Context: an optimization exercise on an open-source flow, tuned for small area, a short achievable clock period and few clock cycles per item. The choices shown serve that exercise and are no tape-out recipe.
The RTL was checked by simulation tests, not by an equivalence proof against the original design.
Power and IR drop assume default switching activity.

## fz_policer_bank
module fz_policer_bank (
    input  wire        clk,
    input  wire        rst_n,
    input  wire        cmd_valid,
    output wire        cmd_ready,
    input  wire [1:0]  cmd_op,
    input  wire [1:0]  cmd_idx,
    input  wire [31:0] cmd_time,
    input  wire [13:0] cmd_len,
    input  wire [1:0]  cmd_color,
    input  wire        cmd_aware,
    input  wire [1:0]  cmd_tokens,
    input  wire        cmd_en,
    input  wire        cmd_mode,
    input  wire [15:0] cmd_cir,
    input  wire [15:0] cmd_xir,
    input  wire [15:0] cmd_cbs,
    input  wire [15:0] cmd_xbs,
    input  wire [7:0]  cmd_len_adj,
    output reg         rsp_valid,
    output reg  [1:0]  rsp_op,
    output reg  [1:0]  rsp_color,
    output reg  [1:0]  rsp_status,
    output wire [47:0] rsp_tc,
    output wire [47:0] rsp_tx,
    output reg  [31:0] rsp_last
);
export LEC_CHECK = 0
export CAP_MARGIN = 20
export CORE_MARGIN = 2
export CORE_UTILIZATION = 60
export PLACE_DENSITY = 0.72
export SLEW_MARGIN = 20
create_clock -name core_clock -period 26.0 [get_ports {clk}]
standard.sh (not shown) runs the stock make flow with config.mk's settings and CLKGATE_MAP_FILE= SYNTH_SCRIPT=/design/flow/synth_recipe.tcl, a recipe that flattens the netlist after the stock synthesis.
==> flow/flow/run.sh <==
#!/bin/bash
# Standard synthesis and layout, with timing repair aimed at a tighter setup slack
# and the smallest buffer on each port (the design's clock and constraints are
# unchanged).
set -euo pipefail
bash standard.sh synth > synth.log 2>&1
bash standard.sh SETUP_SLACK_MARGIN=19.5 BUFFER_PORTS_ARGS="-buffer_cell sky130_fd_sc_hd__buf_1" finish > layout.log 2>&1
The first run completed with no timing, DRC or antenna violations.
Testbench counts at the start, summed over its fixed seeds: cycles 24,064, items 24,032.
Edit:
--- a/flow/config.mk
+++ b/flow/config.mk
@@ -8,5 +8,7 @@
 export CAP_MARGIN = 20
 export CORE_MARGIN = 2
-export CORE_UTILIZATION = 60
-export PLACE_DENSITY = 0.72
+export CORE_UTILIZATION = 62
+export CTS_CLUSTER_DIAMETER = 100
+export CTS_CLUSTER_SIZE = 24
+export PLACE_DENSITY = 0.74
 export SLEW_MARGIN = 20
What happened: The new run ran to the end with no violations. Clock-buffer cell count falls by 84. Wire length rises slightly. Worst setup slack is better by 0.072 ns.

---

Another version of the RTL of fz_policer_bank (not shown whole).
Size: about 10000 cells after synthesis, ~1400 flip-flops, roughly 270 I/O pins, ~0.11 sq mm of cells after synthesis.
clock: 26.0 ns
lec_check: 0
cap_margin: 20
core_margin: 2
core_utilization: 40
place_density: 0.6
slew_margin: 20
==> flow/flow/run.sh <==
#!/bin/bash
# Standard synthesis and layout, with timing repair aimed at a tighter setup slack
# (the design's clock and constraints are unchanged).
set -euo pipefail
bash standard.sh synth > synth.log 2>&1
bash standard.sh SETUP_SLACK_MARGIN=19.5 finish > layout.log 2>&1
The baseline finished with timing, DRC and antenna clean.
Testbench counts at the start, summed over its fixed seeds: cycles 24,064, items 24,032.
Next try:
CORE_UTILIZATION = 60   (was 40)
PLACE_DENSITY = 0.72   (was 0.6)
TNS_END_PERCENT = 5   (was default)
Result: Maximum frequency came out lower slightly; flip-flop and latch count is unchanged; worst setup slack gets worse by 110 ps.
Next try:
TNS_END_PERCENT = default   (was 5)
What happened: Count of clock-buffer cells in the layout falls by 2; via count rises by 0.65%; cell count barely changes; non-clock buffer count rises by 20; total power rises by 0.47%; worst setup slack improves by 120 ps.
Next try:
==> flow/run.sh (new file) <==
#!/bin/bash
# synth_recipe.tcl (not shown) runs the flow's synth.tcl, then flattens the netlist and writes it again
# the make line also repeats each setting of config.mk as NAME=value (left out here)
make -C /OpenROAD-flow-scripts/flow DESIGN_CONFIG=/design/flow/config.mk WORK_HOME=/design/flow/orfs CLKGATE_MAP_FILE= SYNTH_SCRIPT=/design/flow/synth_recipe.tcl finish
CORE_UTILIZATION = 40   (was 60)
PLACE_DENSITY = 0.6   (was 0.72)
removed: flow/flow/run.sh
removed: flow/standard.sh
What happened: Global-route usage drops by 10 points; routed wire length went up by 1.6%; first-iteration DRC count falls by 14%; final area came out lower by 0.32%; maximum frequency came out lower by 17%; final cell count increases by 8.7%; setup slack got worse by 1300 ps; die area grows by 49%; combinational power goes down by about 3%; utilization decreases by 23 points.

---

Another version of the RTL of fz_policer_bank (not shown whole).
Size in the first run: about 9600 cells after synthesis, ~100000 um2 of cells after synthesis.
export LEC_CHECK = 0
export CAP_MARGIN = 20
export CORE_MARGIN = 2
export CORE_UTILIZATION = 60
export PLACE_DENSITY = 0.72
export SLEW_MARGIN = 20
create_clock -name core_clock -period 26.0 [get_ports {clk}]
==> flow/flow/run.sh <==
#!/bin/bash
# Standard synthesis and layout, with timing repair aimed at a tighter setup slack
# and the smallest buffer on each port (the design's clock and constraints are
# unchanged).
set -euo pipefail
bash standard.sh synth > synth.log 2>&1
bash standard.sh SETUP_SLACK_MARGIN=19.5 BUFFER_PORTS_ARGS="-buffer_cell sky130_fd_sc_hd__buf_1" finish > layout.log 2>&1
The first run completed without violations.
Testbench counts at the start, summed over its fixed seeds: cycles 24,064, items 24,032.
Rerun with:
- CORE_UTILIZATION: 60 -> 70
- PLACE_DENSITY: 0.72 -> 0.8
After rerunning:
- The new run ran to the end with no violations
- register-to-register slack gains 80 ps
- setup slack is better by 29 ps
- design area falls by 0.84%

---

fz_policer_bank, a different RTL version from the one above (not shown whole).
For scale: ~9,400 cells after synthesis, ~1,400 flip-flops, roughly 270 I/O pins, ~99,000 sq um of cells after synthesis.
clock: 26.0 ns
lec_check: 0
cap_margin: 20
core_margin: 2
core_utilization: 60
cts_cluster_diameter: 100
cts_cluster_size: 24
place_density: 0.72
slew_margin: 20
run.sh (not shown) runs the stock make flow with config.mk's settings and CLKGATE_MAP_FILE= SYNTH_SCRIPT=/design/flow/synth_recipe.tcl, a recipe that flattens the netlist after the stock synthesis.
Stock flow here: none of the scripts above is used.
The starting point completed without violations.
Testbench counts at the start, summed over its fixed seeds: cycles 24,064, items 24,032.
Change:
==> flow/flow/run.sh (new file) <==
#!/bin/bash
# Standard synthesis and layout, with timing repair aimed at a tighter setup slack
# and the smallest buffer on each port (the design's clock and constraints are
# unchanged).
set -euo pipefail
bash standard.sh synth > synth.log 2>&1
bash standard.sh SETUP_SLACK_MARGIN=19.65 BUFFER_PORTS_ARGS="-buffer_cell sky130_fd_sc_hd__buf_1" finish > layout.log 2>&1
==> flow/standard.sh (new file) <==
#!/bin/bash
# synth_recipe.tcl (not shown) runs the flow's synth.tcl, then flattens the netlist and writes it again
# the make line also repeats each setting of config.mk as NAME=value (left out here)
make -C /OpenROAD-flow-scripts/flow DESIGN_CONFIG=/design/flow/config.mk WORK_HOME=/design/flow/orfs CLKGATE_MAP_FILE= SYNTH_SCRIPT=/design/flow/synth_recipe.tcl "${@:-finish}"
removed: flow/run.sh
The changed run went through all stages and came out clean.
Final area increases by about 2.1%.
Power climbs by about 1.7%.
Clock-buffer cell count is higher by 3.
Final cell count came out higher by about 0.8%.
Area after synthesis does not change.
Hold slack barely changes.
Wire length is higher by 5.4%.
Die area does not change.
Worst setup slack improves by 1.5 ns.

---

The RTL this note starts from:
==> flow/design.v <==
module fz_policer_bank (
    input  wire        clk,
    input  wire        rst_n,
    input  wire        cmd_valid,
    output wire        cmd_ready,
    input  wire [1:0]  cmd_op,
    input  wire [1:0]  cmd_idx,
    input  wire [31:0] cmd_time,
    input  wire [13:0] cmd_len,
    input  wire [1:0]  cmd_color,
    input  wire        cmd_aware,
    input  wire [1:0]  cmd_tokens,
    input  wire        cmd_en,
    input  wire        cmd_mode,
    input  wire [15:0] cmd_cir,
    input  wire [15:0] cmd_xir,
    input  wire [15:0] cmd_cbs,
    input  wire [15:0] cmd_xbs,
    input  wire [7:0]  cmd_len_adj,
    output reg         rsp_valid,
    output reg  [1:0]  rsp_op,
    output reg  [1:0]  rsp_color,
    output reg  [1:0]  rsp_status,
    output wire [47:0] rsp_tc,
    output wire [47:0] rsp_tx,
    output reg  [31:0] rsp_last
);
    localparam [1:0] GREEN  = 2'd0;
    localparam [1:0] YELLOW = 2'd1;
    localparam [1:0] RED    = 2'd2;
    assign cmd_ready = 1'b1;
    function [29:0] mul15625;
        input [15:0] x;
        mul15625 = ({14'd0, x} << 14) - ({14'd0, x} << 10) + ({14'd0, x} << 8) +
                   ({14'd0, x} << 3) + {14'd0, x};
    endfunction
    function [45:0] mul125;
        input [38:0] x;
        mul125 = ({7'd0, x} << 7) - ({7'd0, x} << 2) + {7'd0, x};
    endfunction
    reg        v1;
    reg [1:0]  op1, idx1, in1, tok1;
    reg [31:0] t1;
    reg [13:0] len1;
    reg        en1, mode1;
    reg [15:0] cir1, xir1, cbs1, xbs1;
    reg [7:0]  adj1;
    always @(posedge clk) begin
        v1   <= rst_n & cmd_valid;
        op1  <= cmd_op;
        idx1 <= cmd_idx;
        t1   <= cmd_time;
        len1 <= cmd_len;
        in1  <= cmd_aware ? cmd_color : GREEN;
        tok1 <= cmd_tokens;
        en1  <= cmd_en;
        mode1 <= cmd_mode;
        cir1 <= cmd_cir;
        xir1 <= cmd_xir;
        cbs1 <= cmd_cbs;
        xbs1 <= cmd_xbs;
        adj1 <= cmd_len_adj;
    end
    reg [3:0]  cfg_v;
    reg [3:0]  en_q, mode_q;
    reg [15:0] cir_q [0:3];
    reg [15:0] xir_q [0:3];
    reg [15:0] cbs_q [0:3];
    reg [15:0] xbs_q [0:3];
    reg [7:0]  adj_q [0:3];
    reg [31:0] last_q [0:3];
    wire        s_v    = cfg_v[idx1];
    wire        s_en   = en_q[idx1] & s_v;
    wire        s_mode = mode_q[idx1];
    wire [15:0] s_cir  = cir_q[idx1];
    wire [15:0] s_xir  = xir_q[idx1];
    wire [15:0] s_cbs  = cbs_q[idx1] & {16{s_v}};
    wire [15:0] s_xbs  = xbs_q[idx1] & {16{s_v}};
    wire [7:0]  s_adj  = adj_q[idx1];
    wire [31:0] s_last = last_q[idx1] & {32{s_v}};
    wire is_pol = (op1 == 2'd0);
    wire is_set = (op1 == 2'd1);
    wire is_rd  = op1[1];
    wire [31:0] d_raw = t1 - s_last;
    wire [30:0] d     = d_raw[31] ? 31'd0 : d_raw[30:0];
    wire set_oor = (tok1 == 2'd3);
    wire set_bad = (cbs1 < 16'd64) || (xbs1 < 16'd64) ||
                   (!mode1 && xir1 < cir1) || (adj1[7] != adj1[6]);
    wire [1:0] set_status = set_oor ? 2'd2 : set_bad ? 2'd1 : 2'd0;
    wire set_ok = is_set & ~set_oor & ~set_bad;
    wire pol_en = is_pol & s_en;
    wire signed [15:0] b_signed = $signed({2'b00, len1}) + 16'sd4 + $signed({{8{s_adj[7]}}, s_adj});
    wire [14:0] b_len = (b_signed < 16'sd1) ? 15'd1 : b_signed[14:0];
    wire [15:0] bc_keep = (s_cbs < cbs1) ? s_cbs : cbs1;
    wire [15:0] bx_keep = (s_xbs < xbs1) ? s_xbs : xbs1;
    integer i;
    always @(posedge clk) begin
        for (i = 0; i < 4; i = i + 1) begin
            if (v1 && idx1 == i && (set_ok || pol_en))
                last_q[i] <= t1;
            if (v1 && idx1 == i && set_ok) begin
                en_q[i]   <= en1;
                mode_q[i] <= mode1;
                cir_q[i]  <= cir1;
                xir_q[i]  <= xir1;
                cbs_q[i]  <= cbs1;
                xbs_q[i]  <= xbs1;
                adj_q[i]  <= adj1;
            end
        end
        if (!rst_n)
            cfg_v <= 4'd0;
        else if (v1 && set_ok)
            cfg_v[idx1] <= 1'b1;
    end
    reg        v2, set2, rd2, we2, pol2, force2, mode2;
    reg [1:0]  op2, idx2, in2, st2;
    reg [15:0] rc2, rx2, bc2, bx2;
    reg [30:0] d2;
    reg [14:0] bl2;
    always @(posedge clk) begin
        v2    <= rst_n & v1;
        op2   <= op1;
        idx2  <= idx1;
        in2   <= in1;
        st2   <= is_set ? set_status : 2'd0;
        set2  <= is_set;
        rd2   <= is_rd;
        we2   <= set_ok | pol_en;
        pol2  <= pol_en;
        force2 <= is_set & (tok1 == 2'd1);
        mode2 <= is_rd ? s_last[31] : s_mode;
        rc2   <= is_rd ? 16'd1 : s_cir;
        rx2   <= s_xir;
        d2    <= is_rd ? s_last[30:0] : d;
        bc2   <= !is_set ? s_cbs : (tok1 == 2'd0) ? bc_keep : (tok1 == 2'd1) ? cbs1 : 16'd0;
        bx2   <= !is_set ? s_xbs : (tok1 == 2'd0) ? bx_keep : (tok1 == 2'd1) ? xbs1 : 16'd0;
        bl2   <= b_len;
    end
    wire [46:0] pc = rc2 * d2;
    wire [46:0] px = rx2 * d2;
    reg        v3, set3, rd3, we3, pol3, mode3;
    reg [1:0]  op3, idx3, in3, st3;
    reg [39:0] ac3, ax3;
    reg [29:0] cc3, cx3;
    reg [27:0] bb3;
    always @(posedge clk) begin
        v3    <= rst_n & v2;
        op3   <= op2;
        idx3  <= idx2;
        in3   <= in2;
        st3   <= st2;
        set3  <= set2;
        rd3   <= rd2;
        we3   <= we2;
        pol3  <= pol2;
        mode3 <= mode2;
        ac3   <= {force2 | (|pc[46:39]), pc[38:0]};
        ax3   <= {force2 | (|px[46:39]), px[38:0]};
        cc3   <= mul15625(bc2);
        cx3   <= mul15625(bx2);
        bb3   <= mul15625({1'b0, bl2});
    end
    reg [3:0]  tok_v;
    reg [38:0] tc_q [0:3];
    reg [38:0] tx_q [0:3];
    wire [38:0] s_tc = tc_q[idx3];
    wire [38:0] s_tx = tx_q[idx3];
    wire [38:0] cap_c = {cc3, 9'd0};
    wire [38:0] cap_x = {cx3, 9'd0};
    wire [38:0] b     = {bb3[27:0], 9'd0};
    wire [40:0] sum_c  = {2'd0, s_tc} + {1'b0, ac3};
    wire [40:0] sum_x  = {2'd0, s_tx} + {1'b0, ax3};
    wire [41:0] ovf_c  = {3'd0, s_tc} + {2'd0, ac3} + {3'b111, ~cap_c};
    wire [41:0] ovf_x  = {3'd0, s_tx} + {2'd0, ax3} + {3'b111, ~cap_x};
    wire [41:0] dif_c  = {3'd0, s_tc} + {2'd0, ac3} + {3'b111, ~b} + 42'd1;
    wire [41:0] dif_x  = {3'd0, s_tx} + {2'd0, ax3} + {3'b111, ~b} + 42'd1;
    wire        sat_c  = ~ovf_c[41];
    wire        sat_x  = ~ovf_x[41];
    wire [39:0] cmb_c  = {1'b0, cap_c} - {1'b0, b};
    wire [39:0] cmb_x  = {1'b0, cap_x} - {1'b0, b};
    wire        ge_c   = sat_c ? ~cmb_c[39] : ~dif_c[41];
    wire        ge_x   = sat_x ? ~cmb_x[39] : ~dif_x[41];
    wire [38:0] r_c    = sat_c ? cap_c : sum_c[38:0];
    wire [38:0] r_x    = sat_x ? cap_x : sum_x[38:0];
    wire [38:0] rb_c   = sat_c ? cmb_c[38:0] : dif_c[38:0];
    wire [38:0] rb_x   = sat_x ? cmb_x[38:0] : dif_x[38:0];
    reg [1:0] col;
    reg       deb_c, deb_x;
    always @(*) begin
        deb_c = 1'b0;
        deb_x = 1'b0;
        col   = RED;
        if (!mode3) begin
            if (in3 == RED || in3 == 2'd3 || !ge_x) begin
                col = RED;
            end else begin
                deb_x = 1'b1;
                if (in3 == YELLOW || !ge_c) begin
                    col = YELLOW;
                end else begin
                    deb_c = 1'b1;
                    col   = GREEN;
                end
            end
        end else begin
            if (in3 == GREEN && ge_c) begin
                deb_c = 1'b1;
                col   = GREEN;
            end else if ((in3 == GREEN || in3 == YELLOW) && ge_x) begin
                deb_x = 1'b1;
                col   = YELLOW;
            end else begin
                col = RED;
            end
        end
        if (!pol3) begin
            deb_c = 1'b0;
            deb_x = 1'b0;
        end
    end
    wire [38:0] n_tc = deb_c ? rb_c : r_c;
    wire [38:0] n_tx = deb_x ? rb_x : r_x;
    always @(posedge clk) begin
        for (i = 0; i < 4; i = i + 1) begin
            if (v3 && we3 && idx3 == i) begin
                tc_q[i] <= n_tc;
                tx_q[i] <= n_tx;
            end
        end
        if (!rst_n)
            tok_v <= 4'd0;
        else if (v3 && we3)
            tok_v[idx3] <= 1'b1;
    end
    wire [38:0] rd_tc = s_tc & {39{tok_v[idx3]}};
    wire [38:0] rd_tx = s_tx & {39{tok_v[idx3]}};
    reg  [45:0] rsp_tc_q, rsp_tx_q;
    always @(posedge clk) begin
        rsp_valid  <= rst_n & v3;
        rsp_op     <= op3;
        rsp_color  <= pol3 ? col : in3;
        rsp_status <= st3;
        rsp_tc_q   <= mul125(rd_tc);
        rsp_tx_q   <= mul125(rd_tx);
        rsp_last   <= {mode3, ac3[30:0]};
    end
    assign rsp_tc = {2'd0, rsp_tc_q};
    assign rsp_tx = {2'd0, rsp_tx_q};
endmodule
Settings: LEC_CHECK=0, CAP_MARGIN=20, CORE_MARGIN=2, CORE_UTILIZATION=40, PLACE_DENSITY=0.6, SLEW_MARGIN=20; clock period 26.0 ns.
standard.sh (not shown) runs the stock make flow with config.mk's settings and CLKGATE_MAP_FILE= SYNTH_SCRIPT=/design/flow/synth_recipe.tcl, a recipe that flattens the netlist after the stock synthesis.
==> flow/flow/run.sh <==
#!/bin/bash
# Standard synthesis and layout, with timing repair aimed at a tighter setup slack
# (the design's clock and constraints are unchanged).
set -euo pipefail
bash standard.sh synth > synth.log 2>&1
bash standard.sh SETUP_SLACK_MARGIN=19.5 finish > layout.log 2>&1
The baseline completed with no timing, DRC or antenna violations.
Testbench counts at the start, summed over its fixed seeds: cycles 24,064, items 24,032.
Edit:
==> flow/run.sh (new file) <==
#!/bin/bash
# synth_recipe.tcl (not shown) runs the flow's synth.tcl, then flattens the netlist and writes it again
# the make line also repeats each setting of config.mk as NAME=value (left out here)
make -C /OpenROAD-flow-scripts/flow DESIGN_CONFIG=/design/flow/config.mk WORK_HOME=/design/flow/orfs CLKGATE_MAP_FILE= SYNTH_SCRIPT=/design/flow/synth_recipe.tcl finish
removed: flow/flow/run.sh
removed: flow/standard.sh
Effect: Core utilization fell by 2.8 points; power goes down by 7.5%; final cell count decreases by 2.1%; global-route usage went down by 0.79 points; area after synthesis does not change; sequential share of layout area increases by 1.6 points; routed wire length drops by about 6.5%.

static timing again, ports no longer ideal:
The flow's constraints put no driver on any port. The routed layouts listed below were extracted and timed again, unchanged, in two steps.
Step 1 sets driving cells, clkbuf_16 on the clock port and buf_2 on the other inputs (assumed; they add their load-dependent delay and slew).
Step 2 adds t to the input delays and takes it off the output delays; t is the mean of the earliest and latest rising clock arrival at the registers after step 1. Input paths then give back, and output paths get back, about the clock's delay inside the block.
Slacks: no drivers / after step 1 / after step 2; pairs: no drivers / after step 1.
| run | t (ns) | slack for setup (ns) | worst register clock-pin slew, ns |
|---|---|---|---|
| the first run of note 1 | 0.923 | 19.472 / 19.385 / 19.406 | 0.08 / 0.08 |
| the second run of note 1 | 0.828 | 19.544 / 19.451 / 19.408 | 0.11 / 0.11 |
| the first run of note 2 | 0.923 | 19.460 / 19.374 / 19.460 | 0.08 / 0.08 |
| the second run of note 2 | 0.916 | 19.348 / 19.256 / 19.388 | 0.08 / 0.08 |
| the third run of note 2 | 0.934 | 19.473 / 19.399 / 19.454 | 0.08 / 0.08 |
| the fourth run of note 2 | 0.934 | 18.148 / 18.148 / 18.148 | 0.07 / 0.07 |
| the first run of note 3 | 0.928 | 19.492 / 19.400 / 19.559 | 0.08 / 0.08 |
| the second run of note 3 | 0.893 | 19.521 / 19.431 / 19.164 | 0.07 / 0.07 |
| the first run of note 4 | 0.809 | 18.112 / 18.112 / 18.112 | 0.10 / 0.10 |
| the second run of note 4 | 0.834 | 19.567 / 19.479 / 19.674 | 0.11 / 0.11 |
| the first run of note 5 | 0.910 | 18.769 / 18.769 / 18.769 | 0.07 / 0.07 |
| the second run of note 5 | 0.920 | 16.456 / 16.456 / 16.456 | 0.08 / 0.08 |
After both steps setup and hold are still met in every run listed. The setup slack of the second run of note 3, which loses most, moves by -0.090 ns with the drivers and by -0.357 ns with both steps.
